What follows belongs to an exercise in optimizing a design on an open flow for small area; a production flow would make more cautious choices. Function was checked by simulation only, so behaviour that the tests miss may differ from the original. Power figures rest on the tool's default switching activity, not on a simulated workload.

==> inputs of v39 <==
Design agdel_dat_rx, start of the top module:
module agdel_dat_rx (
    input  wire         clk,
    input  wire         rst,           
    input  wire [575:0] rx_data,       
    input  wire [71:0]  rx_check,      
    input  wire [1:0]   rx_frm0,       
    input  wire [1:0]   rx_frm1,       
    input  wire [8:0]   cnt_clr,       
    input  wire [3:0]   cnt_sel,       
    output reg          out_valid,     
    output reg          out_discard,   
    output reg          out_poison,    
    output reg          out_plane,     
    output reg          out_ce_frame,  
    output reg  [575:0] out_data,      
    output reg  [8:0]   out_ce,        
    output reg  [8:0]   out_uc,        
    output reg  [62:0]  out_ce_where,  
    output wire [15:0]  cnt_rd         
);
export LEC_CHECK = 0
export CAP_MARGIN = 0
export CORE_MARGIN = 2
export CORE_UTILIZATION = 40
export GPL_TIMING_DRIVEN = 0
export SLEW_MARGIN = 0
export SYNTH_HIERARCHICAL = 1
create_clock -name core_clock -period 7.0 [get_ports {clk}]
standard.sh (not shown) runs the stock make flow with config.mk's settings and CLKGATE_MAP_FILE= SYNTH_SCRIPT=/design/flow/synth_recipe.tcl, a recipe that flattens the netlist after the stock synthesis.
==> flow/flow/run.sh <==
#!/bin/bash
# Standard layout, except: the port buffers are the smallest buffer cell (buf_1) instead of
# the one buffer_ports picks by default; pins may sit one routing track apart, so the die can
# be smaller; and clock tree synthesis uses small clock buffers without dummy loads.
# ORFS keeps each step's log under orfs/logs/; make's output goes to flow_make.log.
set -euo pipefail
export BUFFER_PORTS_ARGS="-buffer_cell sky130_fd_sc_hd__buf_1"
export PLACE_PINS_ARGS="-min_distance 1 -min_distance_in_tracks"
export CTS_ARGS="-sink_clustering_enable -repair_clock_nets -dont_use_dummy_load -sink_clustering_size 20 -buf_list {sky130_fd_sc_hd__clkbuf_2 sky130_fd_sc_hd__clkbuf_4}"
bash standard.sh > flow_make.log 2>&1
==> inputs of v32, as changes to v39 <==
==> flow/flow/run.sh (replaced) <==
#!/bin/bash
# Standard layout, except: the port buffers are the smallest buffer cell (buf_1) instead of
# the one buffer_ports picks by default, and clock tree synthesis uses small clock buffers
# (clkbuf_2, clkbuf_4) without dummy loads. ORFS keeps each step's log under orfs/logs/;
# make's output goes to flow_make.log.
set -euo pipefail
export BUFFER_PORTS_ARGS="-buffer_cell sky130_fd_sc_hd__buf_1"
export CTS_ARGS="-sink_clustering_enable -repair_clock_nets -dont_use_dummy_load -sink_clustering_size 20 -buf_list {sky130_fd_sc_hd__clkbuf_2 sky130_fd_sc_hd__clkbuf_4}"
bash standard.sh > flow_make.log 2>&1
- CORE_UTILIZATION: 40 -> 30
- SETUP_SLACK_MARGIN: default -> 0.1
==> inputs of v22, as changes to v39 <==
==> flow/flow/run.sh (replaced) <==
#!/bin/bash
# Standard layout, except: the port buffers are the smallest buffer cell (buf_1) instead of
# the one buffer_ports picks by default, and clock tree synthesis uses small clock buffers
# (clkbuf_2, clkbuf_4) without dummy loads. ORFS keeps each step's log under orfs/logs/;
# make's output goes to flow_make.log.
set -euo pipefail
export BUFFER_PORTS_ARGS="-buffer_cell sky130_fd_sc_hd__buf_1"
export CTS_ARGS="-sink_clustering_enable -repair_clock_nets -dont_use_dummy_load -sink_clustering_size 20 -buf_list {sky130_fd_sc_hd__clkbuf_2 sky130_fd_sc_hd__clkbuf_4}"
bash standard.sh > flow_make.log 2>&1
- CORE_UTILIZATION: 40 -> 30
- SETUP_SLACK_MARGIN: default -> 0.3
==> run summary <==
Run status: v22 timing/DRC/antenna clean; v39 aborted with a tool error; v32 timing/DRC/antenna clean
Failing step: v22 -; v39 global routing; v32 -
CLK BUF: v22 225; v39 -; v32 226
Leading cell type in the layout, fill and taps excluded: v22 buf_1; v39 -; v32 buf_1
Hpwl dp: v22 209.2 mm; v39 164.1 mm; v32 218.8 mm
Worst setup path startpoint: v22 rx_data[313]; v39 -; v32 rx_data[184]
Power in sequential cells: v22 5520 µW; v39 -; v32 5540 µW
Portion of the clock cycle consumed by the worst path in the final layout: v22 0.9407; v39 -; v32 0.9480
Combinational power: v22 20,500 µW; v39 -; v32 20,400 µW
DRC errors left: v22 0; v39 -; v32 0
Crit path DAT: v22 7.58 ns; v39 -; v32 7.87 ns
Top pwr grp: v22 combinational logic; v39 -; v32 combinational logic
Cell class ranked first by area: v22 multi-input combinational cells; v39 -; v32 multi-input combinational cells
Net count of the finished layout: v22 7,392; v39 -; v32 7,384
Hold slack: v22 0.4553 ns; v39 -; v32 0.3947 ns
Buffering stage count on the worst path with inverters included: v22 2; v39 -; v32 6
Cell internal pwr: v22 12,580 µW; v39 -; v32 12,390 µW
Number of flip-flops in the largest register: v22 576; v39 -; v32 576
Endpoint required time on the critical path: v22 7.99 ns; v39 -; v32 8.24 ns
Vias/cell: v22 5.045; v39 -; v32 5.095

---

==> try-amber: inputs <==
Another version of the RTL of agdel_dat_rx (not shown whole).
clock: 7.0 ns
lec_check: 0
cap_margin: 0
core_margin: 2
core_utilization: 30
gpl_timing_driven: 0
setup_slack_margin: 0.1
slew_margin: 0
synth_hierarchical: 1
==> flow/flow/run.sh <==
#!/bin/bash
# Standard layout, except: the port buffers are the smallest buffer cell (buf_1) instead of
# the one buffer_ports picks by default, and clock tree synthesis uses small clock buffers
# (clkbuf_8, clusters of up to 20 flip-flops) without dummy loads. ORFS keeps each step's log under orfs/logs/;
# make's output goes to flow_make.log.
set -euo pipefail
export BUFFER_PORTS_ARGS="-buffer_cell sky130_fd_sc_hd__buf_1"
export CTS_ARGS="-sink_clustering_enable -repair_clock_nets -dont_use_dummy_load -sink_clustering_size 20 -sink_clustering_max_diameter 60 -buf_list {sky130_fd_sc_hd__clkbuf_8}"
bash standard.sh > flow_make.log 2>&1
==> try-nickel (differences from try-amber) <==
==> flow/flow/run.sh (replaced) <==
#!/bin/bash
# Standard layout, except: the port buffers are the smallest buffer cell (buf_1) instead of
# the one buffer_ports picks by default, and clock tree synthesis uses small clock buffers
# (clkbuf_2, clkbuf_4) without dummy loads. ORFS keeps each step's log under orfs/logs/;
# make's output goes to flow_make.log.
set -euo pipefail
export BUFFER_PORTS_ARGS="-buffer_cell sky130_fd_sc_hd__buf_1"
export CTS_ARGS="-sink_clustering_enable -repair_clock_nets -dont_use_dummy_load -sink_clustering_size 20 -buf_list {sky130_fd_sc_hd__clkbuf_2 sky130_fd_sc_hd__clkbuf_4}"
bash standard.sh > flow_make.log 2>&1
==> try-umber (differences from try-amber) <==
==> flow/flow/run.sh (replaced) <==
#!/bin/bash
# Standard layout, except: the port buffers are the smallest buffer cell (buf_1) instead of
# the one buffer_ports picks by default, and clock tree synthesis uses small clock buffers
# (clkbuf_8, clusters of up to 16 flip-flops) without dummy loads. ORFS keeps each step's log under orfs/logs/;
# make's output goes to flow_make.log.
set -euo pipefail
export BUFFER_PORTS_ARGS="-buffer_cell sky130_fd_sc_hd__buf_1"
export CTS_ARGS="-sink_clustering_enable -repair_clock_nets -dont_use_dummy_load -sink_clustering_size 16 -sink_clustering_max_diameter 50 -buf_list {sky130_fd_sc_hd__clkbuf_8}"
bash standard.sh > flow_make.log 2>&1
==> summary.md <==
| Metric | Value |
|---|---|
| Status | finished clean |
| Non-CTS buffers | about 1400 |
| CP Data Required Time | 8080 ps |
| Sequential power | 5.52 mW |
| Hold path depth | 1 |
| Tot Pwr | 28.1 mW |
| Comb group | 19.3 mW |
| Final nets | 7329 |
| Slew HR | 14.6% |
| Via count | 44300 |
| Fin crit share | 96.1% |
| GRT Util Overall | about a third |
(the above is from try-nickel)
==> summary.md <==
| Metric | Value |
|---|---|
| Sequential power | 5.51 mW |
| Slew HR | 13.6% |
| Via count | 43600 |
| Non-CTS buffers | approximately 1400 |
| Worst Path Buf+Inv | 4 |
| Drt pass-1 iters | 7 |
| Final nets | 7245 |
| Status | finished clean |
| GRT Util Overall | approximately a third |
| Reg2Reg Setup Slack | 4480 ps |
| Hold path depth | 2 |
| Comb group | around 20 mW |
| Tot Pwr | 28.6 mW |
| CP Data Required Time | around 7800 ps |
(the above is from try-umber)
==> summary.md <==
| Metric | Value |
|---|---|
| Status | finished clean |
| Hold path depth | 2 |
| Comb group | 20.0 mW |
| Via count | 43500 |
| Switching share of power | 57.8% |
| Slew HR | 14.9% |
| Non-CTS buffers | 1386 |
| Yosys top cell area share | between 30% and 40% |
| Final nets | 7231 |
| Actual slew at the worst max-slew pin | 1270 ps |
| Sequential power | 5.51 mW |
| GRT Max-Usage Layer | met2 |
| GRT Util Overall | 32.2% |
| Tot Pwr | between 20 and 30 mW |
| CP Data Required Time | 7730 ps |
(the above is from try-amber)

---

==> v1: inputs <==
Another version of the RTL of agdel_dat_rx (not shown whole).
Design agdel_dat_rx, start of the top module:
module agdel_dat_rx (
    input  wire         clk,
    input  wire         rst,           
    input  wire [575:0] rx_data,       
    input  wire [71:0]  rx_check,      
    input  wire [1:0]   rx_frm0,       
    input  wire [1:0]   rx_frm1,       
    input  wire [8:0]   cnt_clr,       
    input  wire [3:0]   cnt_sel,       
    output reg          out_valid,     
    output reg          out_discard,   
    output reg          out_poison,    
    output reg          out_plane,     
    output reg          out_ce_frame,  
    output reg  [575:0] out_data,      
    output reg  [8:0]   out_ce,        
    output reg  [8:0]   out_uc,        
    output reg  [62:0]  out_ce_where,  
    output wire [15:0]  cnt_rd         
);
clock: 7.0 ns
lec_check: 0
cap_margin: 0
core_margin: 2
core_utilization: 30
slew_margin: 0
synth_hierarchical: 1
==> flow/flow/run.sh <==
#!/bin/bash
# Standard layout, except: the port buffers are the smallest buffer cell (buf_1) instead of
# the one buffer_ports picks by default, and clock tree synthesis uses small clock buffers
# without dummy loads. ORFS keeps each step's log under orfs/logs/; make's output goes to
# flow_make.log.
set -euo pipefail
export BUFFER_PORTS_ARGS="-buffer_cell sky130_fd_sc_hd__buf_1"
export CTS_ARGS="-sink_clustering_enable -repair_clock_nets -dont_use_dummy_load -buf_list {sky130_fd_sc_hd__clkbuf_4 sky130_fd_sc_hd__clkbuf_8}"
bash standard.sh > flow_make.log 2>&1
==> v35: changes against v1 <==
--- a/flow/config.mk
+++ b/flow/config.mk
@@ -8,5 +8,5 @@
 export CAP_MARGIN = 0
 export CORE_MARGIN = 2
-export CORE_UTILIZATION = 30
+export CORE_UTILIZATION = 50
 export SLEW_MARGIN = 0
 export SYNTH_HIERARCHICAL = 1
==> v5: changes against v1 <==
==> flow/flow/run.sh (replaced) <==
#!/bin/bash
# Standard layout, except: the port buffers are the smallest buffer cell (buf_1) instead of
# the one buffer_ports picks by default; pins may sit one routing track apart, so the die can
# be smaller; and clock tree synthesis uses small clock buffers without dummy loads.
# ORFS keeps each step's log under orfs/logs/; make's output goes to flow_make.log.
set -euo pipefail
export BUFFER_PORTS_ARGS="-buffer_cell sky130_fd_sc_hd__buf_1"
export PLACE_PINS_ARGS="-min_distance 1 -min_distance_in_tracks"
export CTS_ARGS="-sink_clustering_enable -repair_clock_nets -dont_use_dummy_load -sink_clustering_size 20 -buf_list {sky130_fd_sc_hd__clkbuf_2 sky130_fd_sc_hd__clkbuf_4}"
bash standard.sh > flow_make.log 2>&1
--- a/flow/config.mk
+++ b/flow/config.mk
@@ -8,5 +8,5 @@
 export CAP_MARGIN = 0
 export CORE_MARGIN = 2
-export CORE_UTILIZATION = 30
+export CORE_UTILIZATION = 45
 export SLEW_MARGIN = 0
 export SYNTH_HIERARCHICAL = 1
==> qor summary <==
metric                                                                                  v35                         v5                         v1
Terminating pin of the worst hold path                                                    -                  out_plane         count[5].value[15]
RSZ-0062 raised after global routing                                                      -                         no                         no
Outcome                                                              stopped before the end   timing/DRC/antenna clean   timing/DRC/antenna clean
Failing step                                                              I/O pin placement                          -                          -
Via count normalized by instance count                                                    -                      5.139                      4.848
Number of buffers between clock root and the deepest sink                                 -                          3                          3
Total Power Consumption                                                                   -                   27.84 mW                   29.09 mW
Place WS                                                                                  -                  0.2090 ns                  0.1871 ns
#MultiIn Comb                                                                             -                       4145                       4145
Non-filler instance count after layout                                                    -                       8396                       9011
Placeable core region                                                                     -               0.09813 mm^2                0.1473 mm^2
Cell at the root of the clock tree                                                        -  sky130_fd_sc_hd__clkbuf_4  sky130_fd_sc_hd__clkbuf_8
CTS tree                                                                                  -                        yes                        yes
Flip-flop count of the largest register, all copies and words added                       -                        576                        576
Diode insertion count for antenna repair                                                  -                         37                         37
Count of endpoints failing hold in the final timing report                                -                          0                          0
Top achievable clock speed                                                                -                  171.9 MHz                  162.2 MHz
Number of buffers and inverters on the critical path                                      -                          7                          7
Most common cell after layout, fill and taps aside                                        -     sky130_fd_sc_hd__buf_1     sky130_fd_sc_hd__buf_1
Die W                                                                              302.0 um                   318.2 um                   388.8 um
DRC violations left                                                                       -                          0                          0
Clock buf/inv share                                                                       -                     3.023%                     3.700%
Number of cells traversed by the worst hold path                                          -                          1                          1
CTS clk-pin slew, worst paths                                                             -                    0.06 ns                    0.06 ns
Final Max Slew Viols                                                                      -                          0                          0

---

==> inputs of run K <==
RTL: one of the versions met above, not the one the previous note started from.
// agdel_dat_rx
module agdel_dat_rx (
    input  wire         clk,
    input  wire         rst,           
    input  wire [575:0] rx_data,       
    input  wire [71:0]  rx_check,      
    input  wire [1:0]   rx_frm0,       
    input  wire [1:0]   rx_frm1,       
    input  wire [8:0]   cnt_clr,       
    input  wire [3:0]   cnt_sel,       
    output reg          out_valid,     
    output reg          out_discard,   
    output reg          out_poison,    
    output reg          out_plane,     
    output reg          out_ce_frame,  
    output reg  [575:0] out_data,      
    output reg  [8:0]   out_ce,        
    output reg  [8:0]   out_uc,        
    output reg  [62:0]  out_ce_where,  
    output wire [15:0]  cnt_rd         
);
    wire [575:0] dec_data;
    wire [71:0]  syn_all;
    wire [7:0]   syn = syn_all[7:0];   
    wire [8:0]   ce, uc;                
    wire [62:0]  where;
    wire         g;                     
    wire         ce_frame_d, valid_d, poison_d;
    wire [143:0] cnt_q, cnt_d;
    genvar k;
    generate
        for (k = 0; k < 9; k = k + 1) begin : lane
            agdel_lane_dec u_dec (
                .data_in  (rx_data[64*k +: 64]),
                .check_in (rx_check[8*k +: 8]),
                .g        (g),
                .syndrome (syn_all[8*k +: 8]),
                .data_out (dec_data[64*k +: 64]),
                .ce       (ce[k]),
                .uc       (uc[k]),
  ...
Settings: LEC_CHECK=0, CAP_MARGIN=0, CORE_MARGIN=2, CORE_UTILIZATION=45, GPL_TIMING_DRIVEN=0, SLEW_MARGIN=0, SYNTH_HIERARCHICAL=1; clock period 7.0 ns.
==> flow/flow/run.sh <==
#!/bin/bash
# Standard layout, except: the port buffers are the smallest buffer cell (buf_1) instead of
# the one buffer_ports picks by default; pins may sit one routing track apart, so the die can
# be smaller; and clock tree synthesis uses small clock buffers without dummy loads.
# ORFS keeps each step's log under orfs/logs/; make's output goes to flow_make.log.
set -euo pipefail
export BUFFER_PORTS_ARGS="-buffer_cell sky130_fd_sc_hd__buf_1"
export PLACE_PINS_ARGS="-min_distance 1 -min_distance_in_tracks"
export CTS_ARGS="-sink_clustering_enable -repair_clock_nets -dont_use_dummy_load -sink_clustering_size 30 -sink_clustering_max_diameter 60 -buf_list {sky130_fd_sc_hd__clkbuf_4}"
bash standard.sh > flow_make.log 2>&1
==> run G (differences from run K) <==
--- a/flow/flow/run.sh
+++ b/flow/flow/run.sh
@@ -7,4 +7,4 @@
 export BUFFER_PORTS_ARGS="-buffer_cell sky130_fd_sc_hd__buf_1"
 export PLACE_PINS_ARGS="-min_distance 1 -min_distance_in_tracks"
-export CTS_ARGS="-sink_clustering_enable -repair_clock_nets -dont_use_dummy_load -sink_clustering_size 30 -sink_clustering_max_diameter 60 -buf_list {sky130_fd_sc_hd__clkbuf_4}"
+export CTS_ARGS="-sink_clustering_enable -repair_clock_nets -dont_use_dummy_load -sink_clustering_size 20 -buf_list {sky130_fd_sc_hd__clkbuf_2 sky130_fd_sc_hd__clkbuf_4}"
 bash standard.sh > flow_make.log 2>&1
==> run A (differences from run K) <==
--- a/flow/flow/run.sh
+++ b/flow/flow/run.sh
@@ -7,4 +7,4 @@
 export BUFFER_PORTS_ARGS="-buffer_cell sky130_fd_sc_hd__buf_1"
 export PLACE_PINS_ARGS="-min_distance 1 -min_distance_in_tracks"
-export CTS_ARGS="-sink_clustering_enable -repair_clock_nets -dont_use_dummy_load -sink_clustering_size 30 -sink_clustering_max_diameter 60 -buf_list {sky130_fd_sc_hd__clkbuf_4}"
+export CTS_ARGS="-sink_clustering_enable -repair_clock_nets -dont_use_dummy_load -sink_clustering_size 20 -buf_list {sky130_fd_sc_hd__clkbuf_2 sky130_fd_sc_hd__clkbuf_4}"
 bash standard.sh > flow_make.log 2>&1
Settings changed: GPL_TIMING_DRIVEN 0 to not set.
==> run P (differences from run K) <==
Settings changed: CORE_UTILIZATION 45 to 40.
==> comparison table <==
| metric | run A | run K | run P | run G |
|---|---|---|---|---|
| Yosys Warn Count | 7 | 7 | 7 | 7 |
| Number of sinks driven by the clock tree | 805 | 805 | 805 | 805 |
| Half-perimeter wire length after placement | 174000 µm | 164000 µm | 164000 µm | 164000 µm |
| Row count | 114 | 114 | 120 | 114 |
| Total CTS buffers | 220 | 83 | 84 | 219 |
| Maximum clock path buffer count | 3 | 3 | 3 | 3 |
| Cts repair resizes | 0 | 52 | 68 | 38 |
| Number of post-CTS setup repair buffers | 0 | 19 | 10 | 12 |
| Post-placement worst setup slack | -0.169 ns | -1.86 ns | -1.90 ns | -1.86 ns |
| Post-Place Cells | 8137 | 7707 | 7833 | 7707 |
| Weighted congestion at the end of routability-driven global placement | 1.10 | 1.09 | 1.10 | 1.09 |
| Starting density of the core | 0.452 | 0.452 | 0.404 | 0.452 |
| Result of the run | aborted with a tool error | aborted with a tool error | aborted with a tool error | aborted with a tool error |
| Failing step | 5_1_grt | 5_1_grt | 5_1_grt | 5_1_grt |
| Die Span X | 315 µm | 315 µm | 334 µm | 315 µm |
| Overall die height | 315 µm | 315 µm | 334 µm | 315 µm |
| EDFF count, synth | 0 | 0 | 0 | 0 |
| Post-placement cell area | 53400 µm² | 50100 µm² | 50300 µm² | 50100 µm² |
| Multiplexer share of the synthesized area | 0 | 0 | 0 | 0 |
| XOR/XNOR Fraction of Synth Area | 0.376 | 0.376 | 0.376 | 0.376 |
| Root buffer cell | sky130_fd_sc_hd__clkbuf_4 | sky130_fd_sc_hd__clkbuf_4 | sky130_fd_sc_hd__clkbuf_4 | sky130_fd_sc_hd__clkbuf_4 |
| # H-tree levels | 4 | 3 | 3 | 4 |
| Top cell type's share of synthesized area | 0.371 | 0.371 | 0.371 | 0.371 |
| Share of the synthesized area in compound gates (AO/OA/AOI/OAI) | 0.0675 | 0.0675 | 0.0675 | 0.0675 |

## static timing again, ports no longer ideal
In the flow no input, the clock included, has a driving cell. The finished layouts below were timed again as built, in two steps. Step 1, drivers: a clkbuf_16 drives clk and a buf_2 each remaining input, both assumed. Step 2 also shifts input and output timing later by t, the mid clock arrival at the registers, as if the neighbouring blocks saw the same clock. Three values: ideal, step 1, step 2; two values: the first two.
| run | t (ns) | setup slack, ns | worst setup path after step 2 | worst register clock-pin slew, ns |
|---|---|---|---|---|
| v32 | 1.270 | 0.364 / 0.215 / -1.055 | input to register | 0.07 / 0.07 |
| v22 | 1.216 | 0.415 / 0.300 / -0.917 | input to register | 0.07 / 0.07 |
| try-amber | 0.881 | 0.410 / 0.245 / -0.636 | input to register | 0.12 / 0.12 |
| try-nickel | 1.228 | 0.271 / 0.259 / -0.970 | input to register | 0.08 / 0.08 |
| try-umber | 0.867 | 0.291 / 0.113 / -0.754 | input to register | 0.10 / 0.10 |
| v1 | 0.908 | 0.833 / 0.852 / -0.056 | input to register | 0.07 / 0.07 |
| v5 | 1.149 | 1.183 / 1.216 / 0.068 | input to register | 0.07 / 0.07 |
Met with ideal ports but missed after step 2: setup timing in 6 of these runs. For v32, which loses most, drivers alone change the setup slack by -0.149 ns; drivers and shift together by -1.419 ns.
